This design comes from an exercise in tuning for small area, a short achievable clock period and few clock cycles on the open sky130 flow, not from production work.
RTL that was checked went through simulation tests only; none was proved equivalent to the original.
For runs 1 to 4, only the layout was checked, not whether the RTL still works.
No activity file was given, so power comes from the tool's default toggle rates.

`flow/config.mk`:
```
export PLATFORM = sky130hd
export DESIGN_NAME = rot_check
export DESIGN_NICKNAME = rot_check
export VERILOG_FILES = /design/flow/design.v
export SDC_FILE = /design/flow/constraint.sdc
export NUM_CORES = 4
export LEC_CHECK = 0
export CAP_MARGIN = 40
export CORE_MARGIN = 2
export CORE_UTILIZATION = 40
export CTS_BUF_LIST = sky130_fd_sc_hd__clkbuf_16
export CTS_CLUSTER_DIAMETER = 150
export CTS_CLUSTER_SIZE = 24
export SLEW_MARGIN = 40
```
`flow/constraint.sdc`:
```
create_clock -name core_clock -period 27.0 [get_ports {clk}]
set_input_delay 5.4000 -clock core_clock [delete_from_list [all_inputs] [get_ports {clk}]]
set_output_delay 5.4000 -clock core_clock [all_outputs]
set_load 0.01 [all_outputs]
```
`flow/design.v`:
```
module rot_check (
    input  wire        clk,
    input  wire        rst,
    input  wire        ro_we,
    input  wire [5:0]  ro_addr,
    input  wire [9:0]  ro_data,
    input  wire        start,
    input  wire [6:0]  k_in,
    input  wire [5:0]  m_in,
    input  wire [10:0] pphi_in,
    input  wire        phi_valid,
    input  wire [5:0]  phi_data,
    output wire        phi_ready,
    output reg         tab_valid,
    output reg  [5:0]  tab_phi,
    output reg  [5:0]  tab_x,
    output reg  [5:0]  tab_row,
    output wire        idle,
    output reg         done,
    output reg  [3:0]  result,
    output reg  [5:0]  row_a,
    output reg  [5:0]  row_b,
    output reg  [9:0]  phase_index
);
    localparam [3:0] RES_PASS        = 4'd0;
    localparam [3:0] RES_FIRING_MAP  = 4'd1;
    localparam [3:0] RES_COVERAGE    = 4'd2;
    localparam [3:0] RES_PHASE_RANGE = 4'd5;
    localparam [3:0] RES_LIMIT       = 4'd6;
    reg        idle_r;
    reg        ready_r;
    reg        st_first;             
    reg        st_run;               
    reg        st_emit;              
    assign idle      = idle_r;
    wire       idl = ~(st_first | st_run | st_emit);
    assign phi_ready = ready_r;
    reg [6:0]  k;
    reg [5:0]  m;
    reg [10:0] pphi;
    reg        we_q;                 
    reg [5:0]  wa_q;
    reg [9:0]  wd_q;
    reg [9:0]  row_ofs [0:63];
    always @(posedge clk) begin
        we_q <= ro_we & idl;
        wa_q <= ro_addr;
        wd_q <= ro_data;
        if (we_q)
            row_ofs[wa_q] <= wd_q;
    end
    reg        pv_q;                 
    reg [5:0]  pd_q;                 
    reg [10:0] idx;                  
    reg        stream_ok;            
    reg [63:0] seen;
    reg [5:0]  dphi [1:63];          
    reg [6:0]  ndist;
    reg [5:0]  phi0;
    wire       p_take  = pv_q & st_run & ~stream_ok;
    wire       p_bad   = {1'b0, pd_q} >= k;
    wire       p_new   = ~seen[pd_q];
    always @(posedge clk) begin
        pv_q <= phi_valid & ready_r;
        pd_q <= phi_data;
        if (p_take && !p_bad && p_new && ndist != 7'd0)
            dphi[ndist[5:0]] <= pd_q;
    end
    reg        a_v;
    reg [5:0]  a_s, a_r;
    reg        b_v;
    reg [5:0]  b_s, b_r;
    reg [9:0]  b_ofs;
    reg        c_v, d_v, e_v, f_v, g_v;
    reg [5:0]  c_s, d_s, e_s, f_s, g_s;
    reg [10:0] c_val, d_val;
    reg [9:0]  e_val;
    reg [7:0]  f_val;
    reg [5:0]  g_x;
    reg        cov_bad;
    reg        w_started;            
    reg        fm_bad;
    reg [63:0] own_v;
    reg [5:0]  owner [0:63];
    wire [6:0] a_sinc  = {1'b0, a_s} + {1'b0, m};
    wire [5:0] a_snext = (a_sinc >= k) ? (a_sinc - k) : a_sinc[5:0];
    wire       a_last  = ({1'b0, a_r} == k - 7'd1);
    wire       a_cov   = (a_r != 6'd0) && (a_s == phi0);
    wire [10:0] dv [0:11];
    assign dv[11] = {1'b0, b_ofs} + {5'd0, b_r};
    genvar gi;
    generate
        for (gi = 10; gi >= 0; gi = gi - 1) begin : g_red
            wire [10:0] vin = (gi == 7) ? c_val : (gi == 5) ? d_val :
                              (gi == 3) ? {1'b0, e_val} : (gi == 1) ? {3'd0, f_val} : dv[gi + 1];
            wire [10:0] sh  = vin >> gi;
            wire [7:0]  df  = {1'b0, sh[6:0]} - {1'b0, k};
            wire [10:0] lo  = vin & ((11'd1 << gi) - 11'd1);
            wire [17:0] up  = {10'd0, df} << gi;
            assign dv[gi] = df[7] ? vin : (up[10:0] | lo);
        end
    endgenerate
    wire       g_hit   = own_v[g_x];
    wire [5:0] own_rd;
    reg  [5:0] ptr;
    assign own_rd = owner[g_v ? g_x : ptr];
    wire       walk_busy = a_v | b_v | c_v | d_v | e_v | f_v | g_v;
    always @(posedge clk) begin
        if (g_v)
            owner[g_x] <= g_s;
    end
    reg [5:0]  ecnt;
    reg [6:0]  jn;
    reg [5:0]  sacc, sd;
    reg [5:0]  cur_phi;
    wire [5:0] nphi    = dphi[jn[5:0]];
    wire [6:0] sinc    = {1'b0, sacc} + {1'b0, m};
    wire [5:0] snext   = (sinc >= k) ? (sinc - k) : sinc[5:0];
    wire [6:0] pinc    = {1'b0, ptr} + 7'd1;
    wire       e_lastx = ({1'b0, ecnt} == k - 7'd1);
    wire       last_in = (idx + 11'd1 == pphi);
    wire       p_ok    = p_take & ~p_bad;
    wire       s_done  = stream_ok | (p_ok & last_in);
    wire       decide  = st_run & s_done & w_started & ~walk_busy;
    wire       go      = decide & ~cov_bad & ~fm_bad;
    wire       issue   = st_emit | go;
    wire       lastph  = (p_ok & p_new) ? (jn == ndist + 7'd1) : (jn == ndist);
    wire       limit_bad = (k == 7'd0) || (k > 7'd64) || ({1'b0, m} >= k) ||
                           (pphi == 11'd0) || (pphi > 11'd1024);
    integer i;
    always @(posedge clk) begin
        done      <= 1'b0;
        tab_valid <= 1'b0;
        if (idl) begin
            k    <= k_in;
            m    <= m_in;
            pphi <= pphi_in;
        end
        b_v   <= a_v & ~a_cov;
        b_s   <= a_s;
        b_r   <= a_r;
        b_ofs <= row_ofs[a_s];
        c_v   <= b_v;
        c_s   <= b_s;
        c_val <= dv[8];
        d_v   <= c_v;
        d_s   <= c_s;
        d_val <= dv[6];
        e_v   <= d_v;
        e_s   <= d_s;
        e_val <= dv[4][9:0];
        f_v   <= e_v;
        f_s   <= e_s;
        f_val <= dv[2][7:0];
        g_v   <= f_v;
        g_s   <= f_s;
        g_x   <= dv[0][5:0];
        if (a_v) begin
            if (a_cov) begin
                cov_bad <= 1'b1;
                a_v     <= 1'b0;
            end else begin
                a_s <= a_snext;
                a_r <= a_r + 6'd1;
                if (a_last) a_v <= 1'b0;
            end
        end
        if (g_v) begin
            own_v[g_x] <= 1'b1;
            if (g_hit && !fm_bad) begin
                fm_bad <= 1'b1;
                row_a  <= own_rd;
                row_b  <= g_s;
            end
        end
        if (st_first) begin
            st_first    <= 1'b0;
            seen        <= 64'd0;
            own_v       <= 64'd0;
            ndist       <= 7'd0;
            idx         <= 11'd0;
            stream_ok   <= 1'b0;
            cov_bad     <= 1'b0;
            w_started   <= 1'b0;
            fm_bad      <= 1'b0;
            row_a       <= 6'd0;
            row_b       <= 6'd0;
            phase_index <= 10'd0;
            a_v         <= 1'b0;
            b_v         <= 1'b0;
            c_v         <= 1'b0;
            d_v         <= 1'b0;
            e_v         <= 1'b0;
            f_v         <= 1'b0;
            g_v         <= 1'b0;
            ptr         <= 6'd0;
            ecnt        <= 6'd0;
            jn          <= 7'd1;
            sd          <= 6'd0;
            if (limit_bad) begin
                idle_r  <= 1'b1;
                ready_r <= 1'b0;
                done    <= 1'b1;
                result  <= RES_LIMIT;
            end else begin
                st_run  <= 1'b1;
            end
        end
        if (p_take) begin
            if (p_bad) begin
                st_run      <= 1'b0;
                idle_r      <= 1'b1;
                ready_r     <= 1'b0;
                done        <= 1'b1;
                result      <= RES_PHASE_RANGE;
                row_a       <= 6'd0;
                row_b       <= 6'd0;
                phase_index <= idx[9:0];
            end else begin
                if (p_new) begin
                    seen[pd_q] <= 1'b1;
                    ndist      <= ndist + 7'd1;
                end
                if (idx == 11'd0) begin
                    phi0    <= pd_q;
                    cur_phi <= pd_q;
                    sacc    <= pd_q;
                    a_v     <= 1'b1;
                    w_started <= 1'b1;
                    a_s     <= pd_q;
                    a_r     <= 6'd0;
                end
                idx <= idx + 11'd1;
                if (last_in) begin
                    stream_ok <= 1'b1;
                    ready_r   <= 1'b0;
                end
            end
        end
        if (decide) begin
            st_run <= 1'b0;
            if (cov_bad || fm_bad) begin
                idle_r <= 1'b1;
                done   <= 1'b1;
                result <= cov_bad ? RES_COVERAGE : RES_FIRING_MAP;
                if (cov_bad) begin
                    row_a <= 6'd0;
                    row_b <= 6'd0;
                end
            end else begin
                st_emit <= 1'b1;
            end
        end
        tab_phi <= cur_phi;
        tab_x   <= ecnt;
        tab_row <= own_rd;
        if (issue) begin
            tab_valid <= 1'b1;
            ecnt      <= ecnt + 6'd1;
            ptr       <= (pinc == {1'b0, k}) ? 6'd0 : pinc[5:0];
            if (sd == 6'd0 || sacc != nphi) begin
                sacc <= snext;
                sd   <= sd + 6'd1;
            end
            if (e_lastx) begin
                ecnt <= 6'd0;
                if (lastph) begin
                    st_emit <= 1'b0;
                    idle_r  <= 1'b1;
                    done    <= 1'b1;
                    result  <= RES_PASS;
                end else begin
                    jn      <= jn + 7'd1;
                    cur_phi <= nphi;
                    ptr     <= sd;
                    sacc    <= phi0;
                    sd      <= 6'd0;
                end
            end
        end
        if (idl && start) begin
            idle_r   <= 1'b0;
            ready_r  <= 1'b1;
            st_first <= 1'b1;
        end
        if (rst) begin
            idle_r    <= 1'b1;
            ready_r   <= 1'b0;
            st_first  <= 1'b0;
            st_run    <= 1'b0;
            st_emit   <= 1'b0;
            done      <= 1'b0;
            tab_valid <= 1'b0;
        end
    end
endmodule
```
`flow/flow/run.sh`:
```
#!/bin/bash
# The standard layout (standard.sh: the standard flow's synthesis and ORFS flow, unchanged),
# except that the port buffers are sky130_fd_sc_hd__buf_2 instead of the
# smallest buffer buffer_ports picks on its own.
set -euo pipefail
export BUFFER_PORTS_ARGS="-buffer_cell sky130_fd_sc_hd__buf_2"
bash standard.sh finish > standard_flow.log 2>&1
```
`flow/standard.sh`:
```
#!/bin/bash
# synth_recipe.tcl (not shown) runs the flow's synth.tcl, then flattens the netlist and writes it again
# the make line also repeats each setting of config.mk as NAME=value (left out here)
make -C /OpenROAD-flow-scripts/flow DESIGN_CONFIG=/design/flow/config.mk WORK_HOME=/design/flow/orfs CLKGATE_MAP_FILE= SYNTH_SCRIPT=/design/flow/synth_recipe.tcl "${@:-finish}"
```
==> results of run 1 <==
## final cells by class
class,instances,area [um2],area share
Sequential cell,1811,50800,0.634
Multi-Input combinational cell,2330,22100,0.276
Tap cell,2464,3080,0.0385
Clock buffer,86,2150,0.0269
Timing Repair Buffer,179,1210,0.0151
Clock inverter,75,454,0.00567
Inverter,94,353,0.00440
Antenna cell,2,5.00,0.0000625
## cell families (layout without fill, tap and decap cells)
family,Yosys count,in the layout,synth area share
AOI/OAI and AO/OA,536,536,0.0499
DFF,1811,1811,0.686
buffers and inverters,333,434,0.0196
adders and majority gates,135,135,0.0243
and+or+nand+nor,964,964,0.0596
xor gates and xnor gates,128,128,0.0156
muxes,567,567,0.145
other,0,2,0
## state kept, by name, summed over array words and instances, names as in the netlist, 64 cells and up
name and count:
dphi 378, own_v 64, owner 384, row_ofs 640, seen 64
## cells in the mapped netlist, types with 78 or more instances
cell type / instances
a21oi_1: 120
clkbuf_1: 146
o21ai_0: 85
dfxtp_1: 367
ha_1: 121
mux4_2: 383
nor2_1: 381
nand2_1: 243
nand3_1: 87
mux2i_1: 124
inv_1: 91
xnor2_1: 78
edfxtp_1: 1444
## cell usage in the layout, fill, tap and decap left out, types with 23 or more instances in the layout
| cell | n |
|---|---|
| a211oi_1 | 32 |
| a21o_1 | 29 |
| a21oi_1 | 119 |
| a31oi_1 | 41 |
| and2_1 | 32 |
| buf_2 | 98 |
| buf_4 | 69 |
| clkbuf_16 | 86 |
| dfxtp_1 | 334 |
| dfxtp_2 | 23 |
| edfxtp_1 | 1444 |
| ha_1 | 121 |
| inv_1 | 156 |
| mux2_2 | 47 |
| mux2i_1 | 119 |
| mux4_2 | 383 |
| nand2_1 | 243 |
| nand2b_1 | 26 |
| nand3_1 | 87 |
| nor2_1 | 315 |
| nor2_2 | 65 |
| nor2b_1 | 41 |
| nor3_1 | 27 |
| o21ai_0 | 84 |
| o2bb2ai_1 | 66 |
| xnor2_1 | 77 |
| xor2_1 | 47 |
## layer usage
layer	routed length, um	vias up	GRT usage
li1	-	17500	-
met1	73300	20100	0.246
met4	5750	0	0.0647
met5	0	-	0
met3	7640	219	0.0199
met2	86000	968	0.307
## worst max-delay path by stage
stage                 start         to  slack [ps]  cells after the start
finish              ready_r  phi_ready       20050                      1
global route        ready_r  phi_ready       20000                      1
CTS                 ready_r  phi_ready       19940                      1
detailed placement      rst    ready_r       20760                      4
global placement        rst    ready_r       20770                      4
floorplan               rst    ready_r       21120                      3
## report_power, final
group	total [W]	internal (W)	leakage [nW]	switching, W
combinational	0.00150	0.000664	8.54	0.000835
clock	0.00149	0.000601	1.50	0.000893
sequential	0.00329	0.00319	16.1	0.0000966
## metrics by stage
| stage | setup WS, ps | instances | cell area (um2) |
|---|---|---|---|
| 2_1_floorplan | 21120 | 4474 | 73900 |
| 3_3_place_gp | 20770 | 6872 | 77100 |
| 3_5_place_dp | 20760 | 6876 | 77400 |
| 4_1_cts | 19940 | 7037 | 80000 |
| 5_1_grt | 20000 | 7040 | 80100 |
| 6_report | 20050 | 7041 | 80100 |
==> impl_metrics.csv, run 1 <==
group,metric,value,unit
status,status,"finished clean",
timing,setup_viol,0,
critical_path,cp_slowest_cell,"dfxtp_1",
timing,slew_violations,0,
synthesis,yosysWarnings,1,
critical_path,critPathLaunchType,"flip-flop",
synthesis,synthDistinctLibCells,88,
critical_path,r2r_end,"sacc[4]",
drt,routed_wl,173000,um
floorplanning,pin_count,99,
cts,htreeDepth,3,
critical_path,reg2reg_from,"jn[1]",
critical_path,worstSetupPathType,"reg -> out",
pwr,power_density,78.4,nW/um2
synthesis,yosysSeqAreaShare,0.686,
critical_path,crit_family,"flip-flops",
global_route,overflow,0,
critical_path,path_max_fanout,3,
min_path,hold_end,"f_val[1]",
critical_path,worstRegToRegCells,11,
critical_path,worstPathRequired,21600,ps
synthesis,syn_nets,4660,
critical_path,end_kind,"primary output",
synthesis,synth_area_leaders,"edfxtp_1 59%, mux4_2 12%, dfxtp_1 9.9%",
min_path,hold_depth,0,
placed_design,gp_congestion,0.843,
finish,final_util,0.437,
synthesis,synth_edf_count,1444,
pwr,p_total,0.00628,W
timing,max_freq,144,MHz
synthesis,ys.flop_type,"edfxtp_1",
placed_design,port_buffers,98,
cts,cts_hold_buf,0,
finish,area_delta_synth_final,8.35,%
finish,layout-drive-gt1-share,0.186,
critical_path,slowest_delay,550,ps
cts,clk_latency,780,ps
critical_path,path_buf_inv,1,
floorplanning,die_y,434,um
synthesis,synth_largest_area_cell,"edfxtp_1",
critical_path,crit_arrival,1550,ps
pwr,ir_worst_vdd,0.0601,mV
drt,wl_per_cell,24.5,um
floorplanning,core,183000,um2
drt,vias,38700,
finish,fin_nets,4688,
cts,post_cts_resized,0,
min_path,hp-start,"e_val[1]",
global_route,grt_usage,0.183,
drt,antenna_left,0,
cts,cts.sinks,1811,
synthesis,async_flop_share,0,
cts,cts_tree,"built",
drt,drc,0,
timing,fin_worst_skew,71.5,ps
global_route,antenna_found_initial,3,
cts,cts_setup_buffers,0,
timing,fin_crit_sh,0.257,
floorplanning,die_x,434,um
synthesis,synth_area_per_cell,16.5,um2
cts,cts_made_buffers,86,
cts,clockRootBuffer,"clkbuf_16",
floorplanning,num_rows,157,
global_route,first_global_vias,38900,
drt,drtIter0Drc,3424,
job,drv_cap,0,
drt,viasPerCell,5.50,
critical_path,rrSetupSlack,21650,ps
synthesis,ys_ff_latch,1811,
placed_design,place_hpwl,110000,um
finish,num-fill-cells,16000,
global_route,grt_pass1_wl,257000,um
timing,slew_headroom,0.380,
floorplanning,initial_core_util,0.403,
cts,clockBufferDepth,3,
min_path,holdCritPathClass,"reg -> reg",
timing,tightest_slew,930,ps
timing,report.final.hold_viol_count,0,
timing,whs,291,ps
synthesis,synthDominantCellAreaShare,0.587,
cts,path_clk_slew,100,ps
drt,drt-pass1-iter-count,5,
critical_path,crit_chain,"buf_2",
timing,final.setup.tns,0,ps
global_route,grt_max_degree,97,
timing,period_minus_slack,6950,ps
pwr,p_leak,26.1,nW
synthesis,synth_cells,4474,
timing,rsz0062_at_grt,"no",
floorplanning,die_area,188000,um2
synthesis,syn_area,73900,um2
==> run 2, diff against run 1 <==
==> flow/flow/run.sh (replaced) <==
#!/bin/bash
# The standard layout (standard.sh: the standard flow's synthesis and ORFS flow, unchanged),
# except that the port buffers are sky130_fd_sc_hd__buf_2 instead of the
# smallest buffer buffer_ports picks on its own, and timing repair aims for
# more setup slack than the 27 ns clock leaves it to find on its own.
set -euo pipefail
export BUFFER_PORTS_ARGS="-buffer_cell sky130_fd_sc_hd__buf_2"
export SETUP_SLACK_MARGIN=20.5
bash standard.sh finish > standard_flow.log 2>&1
==> impl_metrics.csv, run 2 <==
group,metric,value,unit
status,status,"finished clean",
drt,drc,0,
floorplanning,die_y,434,um
synthesis,synthXorXnorAreaFrac,0.0156,
finish,multi_input_area,22100,um2
cts,cts.sinks,1811,
cts,clockBufferDepth,3,
synthesis,synth_area_per_cell,16.5,um2
placed_design,gp_congestion,0.843,
cts,clk_latency,780,ps
synthesis,synth_compound_area_frac,0.0499,
synthesis,yosys.area_share.simple,0.0596,
global_route,first_global_vias,39000,
drt,wl_met1,73500,um
floorplanning,die_x,434,um
floorplanning,core,183000,um2
synthesis,synth_top_family_by_area,"multiplexers",
synthesis,async_flop_share,0,
synthesis,syn_nets,4660,
critical_path,reg2reg_from,"jn[1]",
synthesis,synth_common_cells,"1444 x edfxtp_1, 383 x mux4_2, 381 x nor2_1",
placed_design,port_buffers,98,
critical_path,critPathLaunchType,"flip-flop",
floorplanning,initial_core_util,0.403,
global_route,grt_max_degree,97,
global_route,antenna_found_initial,3,
synthesis,yosysWarnings,1,
synthesis,synth-adder-area-share,0.0243,
drt,antenna_left,0,
timing,fin_worst_skew,70.9,ps
timing,final.setup.tns,0,ps
critical_path,end_kind,"primary output",
min_path,hp-start,"e_val[1]",
drt,routed-wl-met3,7600,um
critical_path,worstPathRequired,21600,ps
timing,slew_headroom,0.372,
finish,final_util,0.439,
synthesis,muxShareOfSynthArea,0.145,
synthesis,synthDominantCellAreaShare,0.587,
finish,largest_register_ffs,640,
synthesis,synth.most_common_cell,"edfxtp_1",
synthesis,synthDistinctLibCells,88,
finish,layout-drive-gt1-share,0.194,
finish,final_common_cell,"edfxtp_1",
drt,wl_per_cell,24.6,um
finish,fin_nets,4693,
pwr,p_leak,26.2,nW
finish,final_cell_mix,"1444 x edfxtp_1, 383 x mux4_2, 315 x nor2_1",
critical_path,crit_arrival,1320,ps
synthesis,synth_edf_count,1444,
job,drv_cap,0,
cts,cts_hold_buf,0,
placed_design,place_hpwl,110000,um
min_path,hold_end,"f_val[1]",
floorplanning,die_area,188000,um2
timing,tightest_slew,942,ps
finish,top_register,"row_ofs",
critical_path,crit_family,"flip-flops",
timing,slew_violations,0,
critical_path,cp_slowest_cell,"dfxtp_4",
critical_path,slowest_delay,410,ps
critical_path,r2r_end,"sacc[4]",
drt,routed-wl-met2,86100,um
drt,routed_wl,173000,um
min_path,hold_depth,0,
global_route,overflow,0,
cts,cts_tree,"built",
critical_path,worstRegToRegCells,11,
synthesis,yosysSeqAreaShare,0.686,
synthesis,synth_area_leaders,"edfxtp_1 59%, mux4_2 12%, dfxtp_1 9.9%",
pwr,power_density,78.2,nW/um2
cts,cts_made_buffers,86,
critical_path,path_max_fanout,2,
timing,period_minus_slack,6720,ps
cts,clockRootBuffer,"clkbuf_16",
timing,max_freq,149,MHz
timing,rsz0062_at_grt,"yes",
finish,area_delta_synth_final,8.75,%
drt,viasPerCell,5.51,
finish,num-fill-cells,16000,
pwr,ir_worst_vdd,0.0600,mV
floorplanning,num_rows,157,
synthesis,ys.flop_type,"edfxtp_1",
critical_path,rrSetupSlack,21650,ps
cts,htreeDepth,3,
finish,ff_latch_area,50800,um2
critical_path,crit_chain,"buf_6",
min_path,holdCritPathClass,"reg -> reg",
cts,path_clk_slew,100,ps
drt,top_layer,"met4",
pwr,p_total,0.00629,W
global_route,grt_pass1_wl,258000,um
floorplanning,pin_count,99,
drt,drt-pass1-iter-count,7,
global_route,grt_usage,0.183,
drt,vias,38800,
timing,setup_viol,0,
synthesis,synth_largest_area_cell,"edfxtp_1",
synthesis,syn_area,73900,um2
synthesis,synth_cells,4474,
synthesis,ys_ff_latch,1811,
timing,fin_crit_sh,0.249,
drt,drtIter0Drc,3466,
critical_path,path_buf_inv,1,
critical_path,worstSetupPathType,"reg -> out",
timing,report.final.hold_viol_count,0,
## run 2: cell counts after synthesis
No cell type changed its count.
## run 2: worst max-delay path by stage
| stage | start | cells after the start | to | slack (ps) |
|---|---|---|---|---|
| global route | ready_r | 1 | phi_ready | 20230 |
| CTS | ready_r | 1 | phi_ready | 20190 |
| detailed placement | rst | 4 | ready_r | 20760 |
| finish | ready_r | 1 | phi_ready | 20280 |
| floorplan | rst | 3 | ready_r | 21120 |
| global placement | rst | 4 | ready_r | 20770 |
## run 2: area by class of cell
class | count | area share
Sequential cell | 1811 | 0.632
Inverter | 94 | 0.00439
Tap cell | 2464 | 0.0383
Antenna cell | 2 | 0.0000622
Multi-Input combinational cell | 2330 | 0.275
Clock inverter | 75 | 0.00565
Clock buffer | 86 | 0.0268
Timing Repair Buffer | 184 | 0.0182
## run 2: cells by family after synthesis
| family | count (synthesis) |
|---|---|
| compound gates | 536 |
| simple gates | 964 |
| buf+inv | 333 |
| fa+ha+maj | 135 |
| mux | 567 |
| flops | 1811 |
| xor+xnor | 128 |
## run 2: layer usage
metal	track usage	vias to the layer above
met5	0	-
met4	0.0659	0
met3	0.0202	226
met2	0.308	984
met1	0.246	20100
li1	-	17500
## run 2: through the flow
step           instance area (um2)  hold WS, ps  worst slack [ps]  instances
2_1_floorplan                73900          310             21120       4474
3_3_place_gp                 77100          311             20770       6872
3_5_place_dp                 77400          312             20760       6876
4_1_cts                      80300          298             20190       7040
5_1_grt                      80400          326             20230       7045
6_report                     80400          289             20280       7046
## run 2: repair_timing
action / CTS / global route
pin swaps: 0 / 0
setup buffers: 3 / 2
setup endpoints to repair: 48 / 48
gates resized for setup: 62 / 8
## run 2: power by group
| part | internal, W | leakage [nW] | switching [W] |
|---|---|---|---|
| clock network | 0.000601 | 1.50 | 0.000892 |
| registers | 0.00319 | 16.1 | 0.0000969 |
| logic | 0.000666 | 8.60 | 0.000838 |
| total | 0.00446 | 26.2 | 0.00183 |
==> run 3, diff against run 2 <==
--- a/flow/design.v
+++ b/flow/design.v
@@ -61,7 +61,7 @@
     wire       p_bad   = {1'b0, pd_q} >= k;
     wire       p_new   = ~seen[pd_q];
     always @(posedge clk) begin
-        pv_q <= phi_valid & ready_r;
+        pv_q <= phi_valid & (st_first | (st_run & ~stream_ok));
         pd_q <= phi_data;
         if (p_take && !p_bad && p_new && ndist != 7'd0)
             dphi[ndist[5:0]] <= pd_q;
@@ -69,10 +69,10 @@
     reg        a_v;
     reg [5:0]  a_s, a_r;
     reg        b_v;
-    reg [5:0]  b_s, b_r;
+    reg [5:0]  b_r;
     reg [9:0]  b_ofs;
     reg        c_v, d_v, e_v, f_v, g_v;
-    reg [5:0]  c_s, d_s, e_s, f_s, g_s;
+    reg [5:0]  g_s;                  
     reg [10:0] c_val, d_val;
     reg [9:0]  e_val;
     reg [7:0]  f_val;
@@ -86,6 +86,8 @@
     wire [5:0] a_snext = (a_sinc >= k) ? (a_sinc - k) : a_sinc[5:0];
     wire       a_last  = ({1'b0, a_r} == k - 7'd1);
     wire       a_cov   = (a_r != 6'd0) && (a_s == phi0);
+    wire [6:0] g_sinc  = {1'b0, g_s} + {1'b0, m};
+    wire [5:0] g_snext = (g_sinc >= k) ? (g_sinc - k) : g_sinc[5:0];
     wire [10:0] dv [0:11];
     assign dv[11] = {1'b0, b_ofs} + {5'd0, b_r};
     genvar gi;
@@ -137,23 +139,17 @@
             pphi <= pphi_in;
         end
         b_v   <= a_v & ~a_cov;
-        b_s   <= a_s;
         b_r   <= a_r;
         b_ofs <= row_ofs[a_s];
         c_v   <= b_v;
-        c_s   <= b_s;
         c_val <= dv[8];
         d_v   <= c_v;
-        d_s   <= c_s;
         d_val <= dv[6];
         e_v   <= d_v;
-        e_s   <= d_s;
         e_val <= dv[4][9:0];
         f_v   <= e_v;
-        f_s   <= e_s;
         f_val <= dv[2][7:0];
         g_v   <= f_v;
-        g_s   <= f_s;
         g_x   <= dv[0][5:0];
         if (a_v) begin
             if (a_cov) begin
@@ -166,6 +162,7 @@
             end
         end
         if (g_v) begin
+            g_s        <= g_snext;
             own_v[g_x] <= 1'b1;
             if (g_hit && !fm_bad) begin
                 fm_bad <= 1'b1;
@@ -228,6 +225,7 @@
                     a_v     <= 1'b1;
                     w_started <= 1'b1;
                     a_s     <= pd_q;
+                    g_s     <= pd_q;
                     a_r     <= 6'd0;
                 end
                 idx <= idx + 11'd1;
==> impl_metrics.csv, run 3 <==
group,metric,value,unit
synthesis,synth_area_per_cell,16.2,um2
global_route,grt_max_degree,83,
pwr,switching_power,0.00179,W
synthesis,ys.flop_type,"edfxtp_1",
cts,clk_latency,770,ps
global_route,grt_usage,0.186,
timing,setup_viol,0,
pwr,ir_worst_vdd,0.0613,mV
pwr,power.internal,0.00440,W
synthesis,synth_cells,4562,
synthesis,async_flop_share,0,
synthesis,ys_ff_latch,1781,
placed_design,gp_congestion,0.835,
critical_path,path_buf_inv,1,
critical_path,critPathLaunchType,"flip-flop",
pwr,pwr-share-seq,0.518,
finish,top_register,"row_ofs",
critical_path,crit_chain,"buf_2",
synthesis,synthDistinctLibCells,80,
global_route,grt_pass1_wl,261000,um
synthesis,synth.most_common_cell,"edfxtp_1",
critical_path,path_max_fanout,1,
drt,drt-pass1-iter-count,5,
finish,largest_register_ffs,640,
drt,drc,0,
critical_path,worstSetupPathType,"reg -> out",
finish,final_common_cell,"edfxtp_1",
critical_path,crit_arrival,1200,ps
synthesis,syn_area,73700,um2
placed_design,port_buffers,98,
finish,fin_nets,4799,
cts,clockBufferDepth,3,
timing,fin_worst_skew,55.2,ps
cts,path_clk_slew,100,ps
timing,slew_violations,0,
floorplanning,initial_core_util,0.403,
floorplanning,core,183000,um2
critical_path,worstPathRequired,21600,ps
pwr,swShare,0.289,
floorplanning,die_x,433,um
synthesis,yosysWarnings,1,
pwr,p_clk_frac,0.240,
critical_path,end_kind,"primary output",
cts,cts.sinks,1781,
timing,report.final.hold_viol_count,0,
critical_path,crit_family,"flip-flops",
status,status,"finished clean",
drt,drtIter0Drc,4021,
cts,cts_tree,"built",
timing,slew_headroom,0.417,
finish,area_delta_synth_final,8.91,%
floorplanning,num_rows,157,
global_route,overflow,0,
job,drv_cap,0,
timing,period_minus_slack,6600,ps
drt,routed_wl,175000,um
synthesis,syn_nets,4763,
timing,max_freq,151,MHz
pwr,p_total,0.00618,W
critical_path,slowest_delay,320,ps
finish,final_cell_mix,"1444 x edfxtp_1, 382 x mux4_2, 350 x nor2_1",
synthesis,synth_edf_count,1444,
timing,tightest_slew,872,ps
floorplanning,die_area,188000,um2
synthesis,synth_largest_area_cell,"edfxtp_1",
timing,fin_crit_sh,0.245,
cts,htreeDepth,3,
placed_design,place_hpwl,110000,um
drt,antenna_left,0,
finish,layout-drive-gt1-share,0.187,
synthesis,synth_common_cells,"1444 x edfxtp_1, 414 x nor2_1, 382 x mux4_2",
global_route,first_global_vias,39100,
cts,clockRootBuffer,"clkbuf_16",
pwr,power_density,77.0,nW/um2
synthesis,synthDominantCellAreaShare,0.588,
global_route,antenna_found_initial,2,
synthesis,yosysSeqAreaShare,0.679,
pwr,p_comb_frac,0.242,
timing,rsz0062_at_grt,"yes",
min_path,holdCritPathClass,"reg -> reg",
drt,viasPerCell,5.54,
timing,final.setup.tns,0,ps
drt,vias,39600,
floorplanning,pin_count,99,
pwr,p_leak,26.3,nW
floorplanning,die_y,433,um
cts,cts_made_buffers,85,
drt,wl_per_cell,24.6,um
critical_path,cp_slowest_cell,"dfxtp_2",
synthesis,synth_area_leaders,"edfxtp_1 59%, mux4_2 12%, dfxtp_1 9.1%",
[run 3: cell types whose count changed after synthesis, moves of 15 or more]
cell      previous run  this run
a211oi_1            32        49
a21o_1              29        49
a21oi_1            120       160
a22oi_1             12        40
and2_1              32        50
buf_1               28        43
clkbuf_1           146       167
dfxtp_1            367       337
mux2i_1            124       145
nand2_1            243       219
nor2_1             381       414
[run 3: final cells by class]
cell class	instances	area, um2
Timing Repair Buffer	192	1520
Sequential cell	1781	50200
Antenna cell	2	5.00
Fill cell	16100	103000
Clock inverter	71	353
Multi-Input combinational cell	2437	22500
Inverter	101	379
Tap cell	2464	3080
Clock buffer	89	2230
[run 3: per-layer routing]
metal	share of wire	track usage
met1	0.45	0.271
met2	0.48	0.300
met3	0.051	0.0232
met4	0.018	0.0393
met5	0	0
[run 3: final timing paths]
| kind | from | end | slack, ps | cells past startpoint |
|---|---|---|---|---|
| hold / removal | e_val[0] | f_val[0] | 330 | 0 |
| hold reg to reg | e_val[0] | f_val[0] | 330 | 0 |
| setup reg to reg | pd_q[0] | sacc[0] | 21320 | 15 |
| setup / recovery | tab_phi[5] | tab_phi[5] | 20400 | 1 |
[run 3: logic make-up (layout without fill, tap and decap cells)]
logic type | after synthesis | after routing | share of synthesized area
flops | 1781 | 1781 | 0.679
simple gates | 981 | 981 | 0.0609
compound gates | 607 | 607 | 0.0559
mux | 564 | 564 | 0.142
buf+inv | 344 | 453 | 0.0185
fa+ha+maj | 150 | 150 | 0.0271
xor+xnor | 135 | 135 | 0.0162
other cells | 0 | 2 | 0
[run 3: stage by stage]
step	utilization	std cells	setup WS, ps	hold slack [ps]	instance area [um2]
after global placement	0.421	6959	20950	311	77100
after detailed placement	0.423	6965	20910	312	77400
final	0.439	7137	20400	327	80300
after floorplan	-	4562	21120	310	73700
after global routing	0.439	7137	20330	339	80300
after CTS	0.438	7133	20320	332	80300
[run 3: timing repair]
item                                    CTS  global route
gates resized for setup                  62             7
gates cloned                              0             0
buffers inserted                          8             2
endpoints found under the setup margin   48            48
hold buffers                              0             0
[run 3: power groups by stage]
stage | clock network [W] | logic [W] | registers [W]
floorplan | 0 | 0.00109 | 0.00324
global placement | 0 | 0.00146 | 0.00328
detailed placement | 0 | 0.00151 | 0.00327
CTS | 0.00152 | 0.00152 | 0.00321
global route | 0.00161 | 0.00165 | 0.00322
finish | 0.00148 | 0.00150 | 0.00320
==> run 4, diff against run 3 <==
--- a/flow/config.mk
+++ b/flow/config.mk
@@ -7,7 +7,7 @@
 export LEC_CHECK = 0
 export CAP_MARGIN = 40
 export CORE_MARGIN = 2
-export CORE_UTILIZATION = 40
+export CORE_UTILIZATION = 60
 export CTS_BUF_LIST = sky130_fd_sc_hd__clkbuf_16
 export CTS_CLUSTER_DIAMETER = 150
 export CTS_CLUSTER_SIZE = 24
==> impl_metrics.csv, run 4 <==
group,metric,value,unit
status,status,"finished clean",
finish,largest_register_ffs,640,
finish,area_delta_synth_final,7.31,%
critical_path,reg2reg_from,"jn[1]",
timing,slew_headroom,0.396,
synthesis,synth_area_per_cell,16.2,um2
global_route,grt_max_degree,97,
pwr,p_comb_frac,0.246,
pwr,p_clk_frac,0.233,
floorplanning,die_x,355,um
global_route,overflow,0,
synthesis,synthDistinctLibCells,80,
placed_design,port_buffers,98,
drt,routed_wl,171000,um
timing,slew_violations,0,
synthesis,syn_area,73700,um2
critical_path,path_buf_inv,1,
floorplanning,initial_core_util,0.605,
critical_path,crit_chain,"buf_6",
synthesis,synth_cells,4562,
synthesis,synth_area_leaders,"edfxtp_1 59%, mux4_2 12%, dfxtp_1 9.1%",
synthesis,syn_nets,4763,
drt,vias,39800,
synthesis,ys_ff_latch,1781,
global_route,antenna_found_initial,2,
placed_design,postPlaceCellArea,76300,um2
floorplanning,core,122000,um2
placed_design,pre_cts_ws,20900,ps
critical_path,slowest_delay,340,ps
finish,top_register,"row_ofs",
placed_design,place_hpwl,110000,um
pwr,p_total,0.00615,W
pwr,power.internal,0.00436,W
synthesis,yosysWarnings,1,
timing,rsz0062_at_grt,"yes",
critical_path,end_kind,"primary output",
timing,tightest_slew,904,ps
cts,cts_made_buffers,84,
drt,drt-pass1-iter-count,5,
pwr,power_density,77.7,nW/um2
finish,layout-drive-gt1-share,0.185,
synthesis,synth_largest_area_cell,"edfxtp_1",
synthesis,synth_common_cells,"1444 x edfxtp_1, 414 x nor2_1, 382 x mux4_2",
critical_path,worstSetupPathType,"reg -> out",
drt,antenna_left,0,
global_route,first_global_vias,38900,
cts,cts.sinks,1781,
timing,period_minus_slack,6570,ps
drt,wl_per_cell,27.2,um
cts,cts_tree,"built",
floorplanning,die_y,355,um
pwr,pwr-share-seq,0.521,
global_route,grt_pass1_wl,256000,um
floorplanning,num_rows,128,
pwr,swShare,0.291,
timing,fin_crit_sh,0.243,
cts,clockBufferDepth,3,
synthesis,ys.flop_type,"edfxtp_1",
timing,report.final.hold_viol_count,0,
cts,path_clk_slew,100,ps
placed_design,gp_congestion,0.896,
cts,clk_latency,730,ps
finish,final_common_cell,"edfxtp_1",
cts,htreeDepth,3,
floorplanning,pin_count,99,
critical_path,crit_arrival,1170,ps
critical_path,critPathLaunchType,"flip-flop",
synthesis,synthDominantCellAreaShare,0.588,
finish,fin_area,79100,um2
timing,max_freq,152,MHz
finish,final_util,0.649,
timing,setup_viol,0,
synthesis,synth_edf_count,1444,
critical_path,critPathLaunch,"row_b[4]",
drt,viasPerCell,6.32,
critical_path,worstPathRequired,21600,ps
critical_path,cp_slowest_cell,"dfxtp_2",
timing,final.setup.tns,0,ps
min_path,hp-start,"c_val[3]",
drt,drtIter0Drc,4461,
synthesis,synth.most_common_cell,"edfxtp_1",
cts,cts_hold_buf,0,
pwr,switching_power,0.00179,W
global_route,grt_usage,0.274,
min_path,holdCritPathClass,"reg -> reg",
critical_path,path_max_fanout,2,
pwr,p_leak,26.3,nW
synthesis,yosysSeqAreaShare,0.679,
pwr,ir_worst_vdd,0.0613,mV
finish,fin_nets,4797,
critical_path,crit_family,"flip-flops",
floorplanning,die_area,126000,um2
timing,fin_worst_skew,27.7,ps
timing,fin_ws,20430,ps
drt,drc,0,
synthesis,async_flop_share,0,
job,drv_cap,0,
finish,final_cell_mix,"1444 x edfxtp_1, 382 x mux4_2, 350 x nor2_1",
cts,clockRootBuffer,"clkbuf_16",
==> run 4: cells by family after synthesis <==
group | synth area share
DFF | 0.679
xor gates and xnor gates | 0.0162
muxes | 0.142
and+or+nand+nor | 0.0609
adders and majority gates | 0.0271
buffers and inverters | 0.0185
AOI/OAI and AO/OA | 0.0559
==> run 4: stage by stage <==
stage,cells,hold WS (ps)
floorplan,4562,310
global placement,6119,311
detailed placement,6123,313
CTS,6287,336
global route,6290,342
finish,6291,334
==> run 4: metal layers <==
metal | track usage | vias up | part of all wire | routed length, um
met5 | 0 | - | 0 | 0
met4 | 0.0553 | 0 | 0.019 | 3330
met3 | 0.0376 | 193 | 0.060 | 10200
met2 | 0.428 | 1270 | 0.47 | 80600
met1 | 0.420 | 20500 | 0.45 | 77300
li1 | - | 17800 | - | -
==> run 4: final cells by class <==
type                       count  area, um2
inverter                     101        379
multi-input combinational   2437      22500
sequential                  1781      50200
antenna                        1       2.50
tap                         1625       2030
timing repair buffer         191       1500
fill                        8627      42700
clock inverter                71        372
clock buffer                  84       2100
==> run 4: power groups by stage <==
stage	Sequential [W]	Combinational [W]	Clock [W]
after floorplan	0.00324	0.00109	0
after global placement	0.00327	0.00148	0
after detailed placement	0.00326	0.00151	0
after CTS	0.00320	0.00152	0.00146
after global routing	0.00322	0.00165	0.00155
final	0.00320	0.00151	0.00143
==> run 4: final timing paths <==
path         endpoint  slack [ps]  depth (start not counted)
min reg2reg  d_val[3]         330                          0
min          d_val[3]         330                          0
max reg2reg     sd[2]       21570                         11
max          row_b[4]       20430                          1
==> run 4: repair_timing <==
item,CTS,global route
endpoints found under the setup margin,48,48
buffers inserted,9,1
gates resized for setup,58,12
hold endpoints to repair,0,0
==> run 5, diff against run 4 <==
--- a/flow/design.v
+++ b/flow/design.v
@@ -58,10 +58,12 @@
     reg [6:0]  ndist;
     reg [5:0]  phi0;
     wire       p_take  = pv_q & st_run & ~stream_ok;
+    wire       rdy_int = st_first | (st_run & ~stream_ok);    
+    wire       take0   = phi_valid & (st_first | (rdy_int & ~w_started));    
     wire       p_bad   = {1'b0, pd_q} >= k;
     wire       p_new   = ~seen[pd_q];
     always @(posedge clk) begin
-        pv_q <= phi_valid & (st_first | (st_run & ~stream_ok));
+        pv_q <= phi_valid & rdy_int;
         pd_q <= phi_data;
         if (p_take && !p_bad && p_new && ndist != 7'd0)
             dphi[ndist[5:0]] <= pd_q;
@@ -78,6 +80,7 @@
     reg [7:0]  f_val;
     reg [5:0]  g_x;
     reg        cov_bad;
+    reg        cov_ok;               
     reg        w_started;            
     reg        fm_bad;
     reg [63:0] own_v;
@@ -123,7 +126,8 @@
     wire       last_in = (idx + 11'd1 == pphi);
     wire       p_ok    = p_take & ~p_bad;
     wire       s_done  = stream_ok | (p_ok & last_in);
-    wire       decide  = st_run & s_done & w_started & ~walk_busy;
+    wire       fm_early = fm_bad & cov_ok;
+    wire       decide  = st_run & s_done & ((w_started & ~walk_busy) | fm_early);
     wire       go      = decide & ~cov_bad & ~fm_bad;
     wire       issue   = st_emit | go;
     wire       lastph  = (p_ok & p_new) ? (jn == ndist + 7'd1) : (jn == ndist);
@@ -156,6 +160,7 @@
                 cov_bad <= 1'b1;
                 a_v     <= 1'b0;
             end else begin
+                if (a_r == k[6:1]) cov_ok <= 1'b1;
                 a_s <= a_snext;
                 a_r <= a_r + 6'd1;
                 if (a_last) a_v <= 1'b0;
@@ -178,6 +183,7 @@
             idx         <= 11'd0;
             stream_ok   <= 1'b0;
             cov_bad     <= 1'b0;
+            cov_ok      <= 1'b0;
             w_started   <= 1'b0;
             fm_bad      <= 1'b0;
             row_a       <= 6'd0;
@@ -218,22 +224,22 @@
                     seen[pd_q] <= 1'b1;
                     ndist      <= ndist + 7'd1;
                 end
-                if (idx == 11'd0) begin
-                    phi0    <= pd_q;
-                    cur_phi <= pd_q;
-                    sacc    <= pd_q;
-                    a_v     <= 1'b1;
-                    w_started <= 1'b1;
-                    a_s     <= pd_q;
-                    g_s     <= pd_q;
-                    a_r     <= 6'd0;
-                end
                 idx <= idx + 11'd1;
                 if (last_in) begin
                     stream_ok <= 1'b1;
                     ready_r   <= 1'b0;
                 end
             end
+        end
+        if (take0) begin
+            phi0      <= phi_data;
+            cur_phi   <= phi_data;
+            sacc      <= phi_data;
+            a_v       <= 1'b1;
+            w_started <= 1'b1;
+            a_s       <= phi_data;
+            g_s       <= phi_data;
+            a_r       <= 6'd0;
         end
         if (decide) begin
             st_run <= 1'b0;
--- a/flow/flow/run.sh
+++ b/flow/flow/run.sh
@@ -5,5 +5,5 @@
 # more setup slack than the 27 ns clock leaves it to find on its own.
 set -euo pipefail
 export BUFFER_PORTS_ARGS="-buffer_cell sky130_fd_sc_hd__buf_2"
-export SETUP_SLACK_MARGIN=20.5
+export SETUP_SLACK_MARGIN=21
 bash standard.sh finish > standard_flow.log 2>&1
--- a/flow/config.mk
+++ b/flow/config.mk
@@ -7,7 +7,7 @@
 export LEC_CHECK = 0
 export CAP_MARGIN = 40
 export CORE_MARGIN = 2
-export CORE_UTILIZATION = 60
+export CORE_UTILIZATION = 70
 export CTS_BUF_LIST = sky130_fd_sc_hd__clkbuf_16
 export CTS_CLUSTER_DIAMETER = 150
 export CTS_CLUSTER_SIZE = 24
==> impl_metrics.csv, run 5 <==
group,metric,value,unit
timing,final.setup.tns,0,ps
drt,vias,39600,
cts,cts.sinks,1782,
pwr,power_density,81.6,nW/um2
global_route,grt_max_degree,97,
cts,clk_latency,710,ps
synthesis,yosysSeqAreaShare,0.681,
finish,area_delta_synth_final,6.86,%
cts,cts_hold_buf,0,
synthesis,synthDominantCellAreaShare,0.593,
cts,clockRootBuffer,"clkbuf_16",
drt,routed_wl,166000,um
finish,fin_nets,4643,
synthesis,yosysWarnings,1,
drt,drc,0,
synthesis,syn_nets,4622,
status,status,"finished clean",
synthesis,synth_area_per_cell,16.7,um2
critical_path,crit_chain,"buf_6",
pwr,ir_worst_vdd,0.0760,mV
pwr,power.internal,0.00453,W
global_route,first_global_vias,38700,
placed_design,gp_congestion,0.883,
min_path,holdCritPathClass,"reg -> reg",
timing,max_freq,152,MHz
pwr,switching_power,0.00190,W
timing,fin_crit_sh,0.243,
cts,path_clk_slew,90,ps
drt,viasPerCell,6.70,
synthesis,synth_common_cells,"1456 x edfxtp_1, 404 x mux4_2, 391 x nor2_1",
placed_design,place_hpwl,106000,um
critical_path,end_kind,"primary output",
critical_path,worstPathRequired,21600,ps
critical_path,worstSetupPathType,"reg -> out",
cts,cts_made_buffers,84,
synthesis,async_flop_share,0,
pwr,swShare,0.296,
global_route,antenna_found_initial,6,
drt,wl_per_cell,28.1,um
global_route,overflow,0,
timing,whs,333,ps
floorplanning,die_y,329,um
pwr,p_leak,26.3,nW
synthesis,ys.flop_type,"edfxtp_1",
timing,tightest_slew,911,ps
floorplanning,die_area,108000,um2
timing,period_minus_slack,6570,ps
critical_path,crit_arrival,1170,ps
drt,antenna_left,0,
synthesis,synth_area_leaders,"edfxtp_1 59%, mux4_2 12%, dfxtp_1 8.8%",
drt,drt-pass1-iter-count,6,
synthesis,syn_area,73700,um2
floorplanning,num_rows,119,
synthesis,synth_edf_count,1456,
synthesis,synthDistinctLibCells,89,
drt,drtIter0Drc,4606,
synthesis,ys_ff_latch,1782,
pwr,p_clk_frac,0.218,
synthesis,synth_largest_area_cell,"edfxtp_1",
floorplanning,pin_count,99,
finish,num-fill-cells,6128,
finish,final_cell_mix,"1456 x edfxtp_1, 404 x mux4_2, 327 x nor2_1",
finish,final_common_cell,"edfxtp_1",
cts,htreeDepth,3,
floorplanning,die_x,329,um
timing,setup_viol,0,
critical_path,slowest_delay,370,ps
job,drv_cap,0,
synthesis,synth.most_common_cell,"edfxtp_1",
timing,rsz0062_at_grt,"yes",
timing,report.final.hold_viol_count,0,
global_route,grt_pass1_wl,249000,um
timing,slew_violations,0,
critical_path,critPathLaunchType,"flip-flop",
critical_path,cp_slowest_cell,"dfxtp_2",
critical_path,crit_family,"flip-flops",
critical_path,path_buf_inv,1,
pwr,p_comb_frac,0.281,
pwr,pwr-share-seq,0.501,
finish,layout-drive-gt1-share,0.201,
critical_path,rrSetupSlack,21230,ps
finish,top_register,"row_ofs",
finish,largest_register_ffs,640,
placed_design,port_buffers,98,
critical_path,path_max_fanout,2,
timing,fin_worst_skew,31.0,ps
synthesis,synth_cells,4422,
cts,cts_tree,"built",
floorplanning,initial_core_util,0.704,
timing,slew_headroom,0.391,
global_route,grt_usage,0.313,
cts,clockBufferDepth,3,
floorplanning,core,105000,um2
run 5: path summary, 6_finish.rpt:
path | from | endpoint | cells after the start
max reg2reg | k[4] | dphi[46][4] | 11
min reg2reg | e_val[0] | f_val[0] | 0
max | phase_index[1] | phase_index[1] | 1
min | e_val[0] | f_val[0] | 0
run 5: final cells by class:
cell class / instances / area [um2] / share of cell area
Tap cell: 1391 / 1740 / 0.0221
Multi-Input combinational cell: 2314 / 22500 / 0.286
Antenna cell: 4 / 10.0 / 0.000127
Inverter: 83 / 327 / 0.00414
Timing Repair Buffer: 178 / 1420 / 0.0180
Sequential cell: 1782 / 50300 / 0.639
Clock buffer: 85 / 2130 / 0.0270
Clock inverter: 72 / 327 / 0.00414
run 5: stage by stage:
step	power, W	area, um2	worst slack, ps	util	std cells
floorplan	0.00456	73800	20660	-	4422
global placement	0.00503	75500	20130	0.721	5732
detailed placement	0.00507	75800	20100	0.724	5734
CTS	0.00645	78600	20400	0.750	5896
global route	0.00669	78800	20380	0.752	5905
finish	0.00643	78800	20430	0.752	5909
run 5: repair_timing:
action	in CTS	in global routing
setup buffers	5	7
endpoints found under the hold margin	0	0
cloned	0	0
setup endpoints to repair	49	61
gates resized for setup	62	24
run 5: routing by layer:
metal	up-vias	track usage	wire (um)
met3	248	0.0518	14100
met2	1778	0.492	80000
li1	17300	-	-
met4	4	0.0865	4950
met5	-	0	28
met1	20300	0.465	67200
run 5: logic make-up after synthesis:
| logic type | after synthesis | synth area share |
|---|---|---|
| AO/OA/AOI/OAI | 558 | 0.0523 |
| XOR/XNOR | 143 | 0.0176 |
| adder cells (fa/ha/maj) | 149 | 0.0269 |
| buffers and inverters | 326 | 0.0187 |
| flip-flops | 1782 | 0.681 |
| multiplexers | 544 | 0.145 |
| AND/OR/NAND/NOR | 920 | 0.0580 |
run 5: power by group through the flow:
stage / logic (W) / clock network [W] / registers (W)
2_1_floorplan: 0.00129 / 0 / 0.00327
3_3_place_gp: 0.00175 / 0 / 0.00328
3_5_place_dp: 0.00180 / 0 / 0.00328
4_1_cts: 0.00181 / 0.00142 / 0.00322
5_1_grt: 0.00196 / 0.00150 / 0.00323
6_report: 0.00181 / 0.00140 / 0.00322
Testbench counts of run 5, summed over its fixed seeds: cycles 170,856.
==> run 6, diff against run 5 <==
--- a/flow/flow/run.sh
+++ b/flow/flow/run.sh
@@ -5,5 +5,5 @@
 # more setup slack than the 27 ns clock leaves it to find on its own.
 set -euo pipefail
 export BUFFER_PORTS_ARGS="-buffer_cell sky130_fd_sc_hd__buf_2"
-export SETUP_SLACK_MARGIN=21
+export SETUP_SLACK_MARGIN=20.5
 bash standard.sh finish > standard_flow.log 2>&1
--- a/flow/config.mk
+++ b/flow/config.mk
@@ -7,7 +7,7 @@
 export LEC_CHECK = 0
 export CAP_MARGIN = 40
 export CORE_MARGIN = 2
-export CORE_UTILIZATION = 70
+export CORE_UTILIZATION = 60
 export CTS_BUF_LIST = sky130_fd_sc_hd__clkbuf_16
 export CTS_CLUSTER_DIAMETER = 150
 export CTS_CLUSTER_SIZE = 24
==> impl_metrics.csv, run 6 <==
group,metric,value,unit
status,status,"finished clean",
drt,antenna_left,0,
timing,tightest_slew,879,ps
critical_path,end_kind,"primary output",
critical_path,worstSetupPathType,"reg -> out",
timing,setup_viol,0,
finish,top_register,"row_ofs",
synthesis,ys_ff_latch,1782,
synthesis,syn_nets,4622,
global_route,antenna_found_initial,7,
global_route,grt_usage,0.269,
drt,drc,0,
timing,fin_ws,20420,ps
global_route,grt_pass1_wl,250000,um
cts,clockRootBuffer,"clkbuf_16",
floorplanning,pin_count,99,
timing,fin_crit_sh,0.244,
timing,period_minus_slack,6580,ps
timing,final.setup.tns,0,ps
global_route,overflow,0,
synthesis,synth_common_cells,"1456 x edfxtp_1, 404 x mux4_2, 391 x nor2_1",
placed_design,port_buffers,98,
pwr,p_leak,26.3,nW
finish,largest_register_ffs,640,
cts,cts_hold_buf,0,
critical_path,worstRegToRegCells,12,
drt,drtIter0Drc,4517,
finish,num-fill-cells,8543,
critical_path,critPathLaunchType,"flip-flop",
critical_path,reg2reg_from,"k[4]",
global_route,grt_max_degree,93,
min_path,hp-start,"d_val[1]",
cts,cts_made_buffers,84,
timing,rsz0062_at_grt,"yes",
min_path,hold_end,"e_val[1]",
floorplanning,initial_core_util,0.605,
placed_design,pre_cts_ws,19690,ps
cts,path_clk_slew,100,ps
drt,vias,38500,
critical_path,r2r_end,"dphi[46][4]",
timing,max_freq,152,MHz
synthesis,synth_largest_area_cell,"edfxtp_1",
critical_path,path_buf_inv,1,
placed_design,place_inst,5976,
critical_path,crit_family,"flip-flops",
critical_path,crit_arrival,1180,ps
synthesis,synth.most_common_cell,"edfxtp_1",
timing,fin_worst_skew,27.3,ps
cts,cts_tree,"built",
placed_design,place_hpwl,107000,um
critical_path,rrSetupSlack,21590,ps
finish,fin_nets,4647,
drt,wl_per_cell,27.1,um
drt,drt-pass1-iter-count,5,
synthesis,async_flop_share,0,
synthesis,synthDistinctLibCells,89,
synthesis,ys.flop_type,"edfxtp_1",
synthesis,synth_cells,4422,
job,drv_cap,0,
synthesis,synth_area_per_cell,16.7,um2
finish,final_cell_mix,"1456 x edfxtp_1, 404 x mux4_2, 329 x nor2_1",
drt,routed_wl,167000,um
synthesis,synthDominantCellAreaShare,0.593,
critical_path,slowest_delay,360,ps
cts,clockBufferDepth,3,
finish,area_delta_synth_final,7.32,%
finish,stdcell_count,6144,
critical_path,worstPathRequired,21600,ps
timing,report.final.hold_viol_count,0,
critical_path,crit_chain,"buf_6",
cts,clk_latency,740,ps
floorplanning,core,122000,um2
pwr,power_density,81.7,nW/um2
global_route,first_global_vias,38500,
synthesis,yosysWarnings,1,
synthesis,syn_area,73700,um2
synthesis,synth_edf_count,1456,
floorplanning,die_area,126000,um2
min_path,hold_depth,0,
finish,layout-drive-gt1-share,0.200,
synthesis,synth_area_leaders,"edfxtp_1 59%, mux4_2 12%, dfxtp_1 8.8%",
floorplanning,num_rows,128,
placed_design,gp_congestion,0.839,
floorplanning,die_x,355,um
cts,htreeDepth,3,
synthesis,yosysSeqAreaShare,0.681,
timing,slew_violations,0,
timing,slew_headroom,0.412,
finish,final_common_cell,"edfxtp_1",
critical_path,cp_slowest_cell,"dfxtp_2",
floorplanning,die_y,355,um
cts,cts.sinks,1782,
critical_path,path_max_fanout,2,
drt,viasPerCell,6.27,
pwr,ir_worst_vdd,0.0685,mV
min_path,holdCritPathClass,"reg -> reg",
run 6: changes by cell type in the layout (fill, tap and decap cells not counted), sizes merged:
cell    previous run  this run
buf              178       182
inv              150       151
diode              4         1
clkinv             5         4
run 6: power breakdown:
part	switching, W	internal (W)
sequential	0.000109	0.00312
combinational	0.000979	0.000822
clock	0.000841	0.000587
run 6: metal layers:
| layer | vias up | share of wire | GRT usage |
|---|---|---|---|
| met1 | 19700 | 0.43 | 0.399 |
| met4 | 2 | 0.026 | 0.0692 |
| met5 | - | 0.000078 | 0 |
| met2 | 1298 | 0.47 | 0.420 |
| li1 | 17300 | - | - |
| met3 | 197 | 0.071 | 0.0447 |
run 6: layout make-up:
class                   instances  area [um2]  share of cell area
multi-input cells            2314       22400               0.284
inverters                      83         314             0.00397
well taps                    1625        2030              0.0257
diodes                          1        2.50           0.0000316
repair buffers                182        1520              0.0192
flip-flops and latches       1782       50300               0.636
clock inverters                72         365             0.00462
clock buffers                  85        2130              0.0269
run 6: worst max-delay path by stage:
| stage | from | end | cells past startpoint |
|---|---|---|---|
| 2_1_floorplan | phi_valid | a_s[0] | 6 |
| 3_5_place_dp | phi_valid | sacc[2] | 8 |
| 3_3_place_gp | phi_valid | sacc[2] | 8 |
| 5_1_grt | phase_index[8] | phase_index[8] | 1 |
| 4_1_cts | row_b[5] | row_b[5] | 1 |
| 6_report | phase_index[6] | phase_index[6] | 1 |
run 6: logic make-up after synthesis:
family	synth area share
AOI/OAI and AO/OA	0.0523
xor gates and xnor gates	0.0176
adders and majority gates	0.0269
buffers and inverters	0.0187
DFF	0.681
muxes	0.145
and+or+nand+nor	0.0580
run 6: repair_timing:
| action | 4_1_cts | 5_1_grt |
|---|---|---|
| setup endpoints to repair | 49 | 49 |
| buffers inserted | 5 | 3 |
| resized for setup | 61 | 15 |
run 6: stage by stage:
| stage | area, um2 | total power, W | util | hold WS, ps |
|---|---|---|---|---|
| 2_1_floorplan | 73800 | 0.00456 | - | 310 |
| 3_3_place_gp | 75800 | 0.00506 | 0.622 | 312 |
| 3_5_place_dp | 76300 | 0.00510 | 0.626 | 314 |
| 4_1_cts | 79000 | 0.00651 | 0.648 | 328 |
| 5_1_grt | 79100 | 0.00676 | 0.649 | 327 |
| 6_report | 79100 | 0.00646 | 0.649 | 328 |
==> run 7, diff against run 6 <==
--- a/flow/design.v
+++ b/flow/design.v
@@ -108,7 +108,22 @@
     wire       g_hit   = own_v[g_x];
     wire [5:0] own_rd;
     reg  [5:0] ptr;
-    assign own_rd = owner[g_v ? g_x : ptr];
+    wire [5:0] own_a  = g_v ? g_x : ptr;
+    reg  [5:0] own_q;
+    integer    oi;
+    always @(*) begin
+        own_q = 6'd0;
+        for (oi = 0; oi < 64; oi = oi + 1)
+            own_q = own_q | (owner[oi] & {6{own_a == oi[5:0]}});
+    end
+    assign own_rd = own_q;
+    reg  [9:0] ofs_rd;
+    integer    ri;
+    always @(*) begin
+        ofs_rd = 10'd0;
+        for (ri = 0; ri < 64; ri = ri + 1)
+            ofs_rd = ofs_rd | (row_ofs[ri] & {10{a_s == ri[5:0]}});
+    end
     wire       walk_busy = a_v | b_v | c_v | d_v | e_v | f_v | g_v;
     always @(posedge clk) begin
         if (g_v)
@@ -144,7 +159,7 @@
         end
         b_v   <= a_v & ~a_cov;
         b_r   <= a_r;
-        b_ofs <= row_ofs[a_s];
+        b_ofs <= ofs_rd;
         c_v   <= b_v;
         c_val <= dv[8];
         d_v   <= c_v;
--- a/flow/flow/run.sh
+++ b/flow/flow/run.sh
@@ -5,5 +5,5 @@
 # more setup slack than the 27 ns clock leaves it to find on its own.
 set -euo pipefail
 export BUFFER_PORTS_ARGS="-buffer_cell sky130_fd_sc_hd__buf_2"
-export SETUP_SLACK_MARGIN=20.5
+export SETUP_SLACK_MARGIN=21
 bash standard.sh finish > standard_flow.log 2>&1
--- a/flow/config.mk
+++ b/flow/config.mk
@@ -7,7 +7,7 @@
 export LEC_CHECK = 0
 export CAP_MARGIN = 40
 export CORE_MARGIN = 2
-export CORE_UTILIZATION = 60
+export CORE_UTILIZATION = 70
 export CTS_BUF_LIST = sky130_fd_sc_hd__clkbuf_16
 export CTS_CLUSTER_DIAMETER = 150
 export CTS_CLUSTER_SIZE = 24
==> impl_metrics.csv, run 7 <==
group,metric,value,unit
status,status,"finished clean",
critical_path,critPathLaunch,"row_a[0]",
synthesis,synthDominantCellAreaShare,0.605,
cts,clockRootBuffer,"clkbuf_16",
synthesis,synth_common_cells,"1456 x edfxtp_1, 482 x nor2_1, 353 x nand4_1",
finish,largest_register_ffs,640,
cts,cts_tree,"built",
cts,cts_hold_buf,0,
floorplanning,die_area,106000,um2
min_path,hp-start,"d_val[1]",
timing,slew_violations,0,
drt,vias,48000,
synthesis,syn_nets,5193,
synthesis,yosysWarnings,1,
placed_design,port_buffers,98,
critical_path,reg2reg_from,"k[1]",
critical_path,worstPathRequired,21600,ps
synthesis,syn_area,72300,um2
cts,clk_latency,730,ps
job,drv_cap,0,
critical_path,cp_slowest_cell,"dfxtp_2",
global_route,overflow,0,
synthesis,yosysSeqAreaShare,0.695,
timing,final.setup.tns,0,ps
critical_path,path_max_fanout,2,
timing,fin_ws,20420,ps
cts,cts.sinks,1782,
timing,tightest_slew,963,ps
synthesis,synth.most_common_cell,"edfxtp_1",
synthesis,async_flop_share,0,
synthesis,synth_largest_area_cell,"edfxtp_1",
finish,area_delta_synth_final,8.17,%
placed_design,postPlaceCellArea,75300,um2
critical_path,crit_chain,"buf_6",
synthesis,synth_edf_count,1456,
critical_path,slowest_delay,340,ps
finish,num-fill-cells,6094,
placed_design,pre_cts_ws,20160,ps
drt,drtIter0Drc,8399,
critical_path,crit_family,"flip-flops",
synthesis,ys.flop_type,"edfxtp_1",
global_route,grt_pass1_wl,309000,um
cts,path_clk_slew,90,ps
finish,final_cell_mix,"1456 x edfxtp_1, 380 x nor2_1, 353 x nand4_1",
finish,final_common_cell,"edfxtp_1",
finish,fin_area,78200,um2
cts,htreeDepth,3,
finish,fin_nets,5265,
floorplanning,initial_core_util,0.709,
timing,setup_viol,0,
drt,viasPerCell,7.38,
global_route,first_global_vias,45000,
critical_path,critPathLaunchType,"flip-flop",
timing,report.final.hold_viol_count,0,
timing,fin_worst_skew,48.7,ps
global_route,grt_usage,0.403,
synthesis,synth_area_per_cell,14.5,um2
timing,period_minus_slack,6580,ps
timing,rsz0062_at_grt,"yes",
synthesis,synthDistinctLibCells,77,
global_route,antenna_found_initial,6,
drt,wl_per_cell,33.1,um
timing,max_freq,152,MHz
critical_path,path_buf_inv,1,
drt,routed_wl,215000,um
synthesis,ys_ff_latch,1782,
min_path,holdCritPathClass,"reg -> reg",
floorplanning,num_rows,117,
pwr,power_density,77.7,nW/um2
floorplanning,die_y,325,um
critical_path,crit_arrival,1180,ps
floorplanning,pin_count,99,
finish,layout-drive-gt1-share,0.133,
floorplanning,die_x,325,um
pwr,ir_worst_vdd,0.0752,mV
synthesis,synth_cells,4993,
drt,antenna_left,0,
timing,fin_crit_sh,0.244,
timing,slew_headroom,0.358,
placed_design,place_hpwl,137000,um
critical_path,worstSetupPathType,"reg -> out",
placed_design,gp_congestion,1.03,
pwr,p_leak,26.2,nW
cts,clockBufferDepth,3,
floorplanning,core,102000,um2
global_route,grt_max_degree,87,
drt,drc,0,
drt,drt-pass1-iter-count,7,
cts,cts_made_buffers,84,
finish,top_register,"row_ofs",
synthesis,synth_area_leaders,"edfxtp_1 60%, dfxtp_1 9.0%, nand4_1 3.1%",
critical_path,end_kind,"primary output",
[run 7: cells by family after synthesis]
logic type	after synthesis	synth area share
and+or+nand+nor	1450	0.100
DFF	1782	0.695
xor gates and xnor gates	150	0.0184
buffers and inverters	354	0.0195
AOI/OAI and AO/OA	876	0.0909
muxes	232	0.0486
adders and majority gates	149	0.0274
[run 7: routing by layer]
metal  global-route usage  share of wire  vias to the layer above
met2                0.602           0.44                     3954
met1                0.558           0.35                    23500
li1                     -              -                    19800
met3                0.102           0.14                      790
met5                    0        0.00028                        -
met4                0.202          0.065                       10
[run 7: final timing paths]
kind | to | slack (ps) | depth (start not counted)
worst min register to register | e_val[1] | 330 | 0
worst max-delay path | row_a[0] | 20420 | 1
worst min-delay path | e_val[1] | 330 | 0
worst max register to register | dphi[10][0] | 21220 | 12
[run 7: final cells by class]
type | instances | area [um2] | area share
timing repair buffer | 253 | 1930 | 0.0247
sequential | 1782 | 50300 | 0.644
clock inverter | 71 | 314 | 0.00402
inverter | 87 | 342 | 0.00437
antenna | 2 | 5.00 | 0.0000640
clock buffer | 87 | 2180 | 0.0278
multi-input combinational | 2857 | 21400 | 0.273
tap | 1368 | 1710 | 0.0219
[run 7: what timing repair did]
item | CTS | global route
setup buffers | 1 | 1
resized for setup | 62 | 17
endpoints found under the setup margin | 292 | 49
[run 7: through the flow]
step / total power (W) / util / std cells / hold WS (ps)
CTS: 0.00601 / 0.765 / 6500 / 332
global route: 0.00626 / 0.766 / 6505 / 337
floorplan: 0.00415 / - / 4993 / 310
global placement: 0.00458 / 0.734 / 6334 / 310
finish: 0.00607 / 0.766 / 6507 / 333
detailed placement: 0.00463 / 0.738 / 6341 / 312
[run 7: report_power, final]
part,leakage (nW),switching (W),internal (W)
sequential,15.8,0.000104,0.00312
clock,1.46,0.000845,0.000595
combinational,8.90,0.000907,0.000507
total,26.2,0.00186,0.00422
[run 7: worst register-to-register path, cell delays in order, from the launching register on]
cell	delay (ps)
edfxtp_1	760
inv_1	240
buf_4	330
ha_1	290
nor3b_1	210
o21ai_0	130
nand3_1	280
nand3_2	460
a21oi_2	610
nand2_1	350
nor2_1	410
nand3_1	640
nor2_1	700
Testbench counts of run 7, summed over its fixed seeds: cycles 170,856.

==> port drivers added, routing unchanged <==
The flow's constraints put no driver on any port. The routed layouts listed below were extracted and timed again, unchanged, in two steps. Step 1: set_driving_cell puts a clkbuf_16 on clk and a buf_2 on each other input, an assumption about the parent block. Step 2 moves the port delays by t, midway between the first and last clock arrival at a register: inputs arrive t later, outputs are due t later. That takes back most of the time a late clock gives input paths. Slacks: no drivers / after step 1 / after step 2; pairs: no drivers / after step 1.
run | t, ns | setup WS [ns] | worst hold slack (ns) | clock arrival spread, ns | worst register clock-pin slew, ns
run 1 | 0.826 | 20.052 / 19.979 / 20.797 | 0.291 / 0.291 / 0.291 | 0.082 / 0.083 | 0.11 / 0.11
run 2 | 0.824 | 20.281 / 20.208 / 20.785 | 0.289 / 0.289 / 0.289 | 0.083 / 0.083 | 0.11 / 0.11
run 3 | 0.824 | 20.395 / 20.316 / 20.872 | 0.327 / 0.327 / 0.327 | 0.059 / 0.059 | 0.11 / 0.11
run 4 | 0.797 | 20.426 / 20.348 / 20.856 | 0.334 / 0.334 / 0.334 | 0.031 / 0.032 | 0.11 / 0.11
run 5 | 0.771 | 20.432 / 20.356 / 20.257 | 0.333 / 0.333 / 0.333 | 0.031 / 0.032 | 0.12 / 0.12
run 6 | 0.794 | 20.422 / 20.348 / 19.924 | 0.328 / 0.328 / 0.328 | 0.031 / 0.032 | 0.11 / 0.11
run 7 | 0.792 | 20.417 / 20.333 / 20.296 | 0.333 / 0.333 / 0.333 | 0.055 / 0.056 | 0.11 / 0.11
After both steps every run listed still meets setup and hold. For run 6, which loses most, drivers alone change the setup slack by -0.074 ns; drivers and shift together by -0.498 ns.
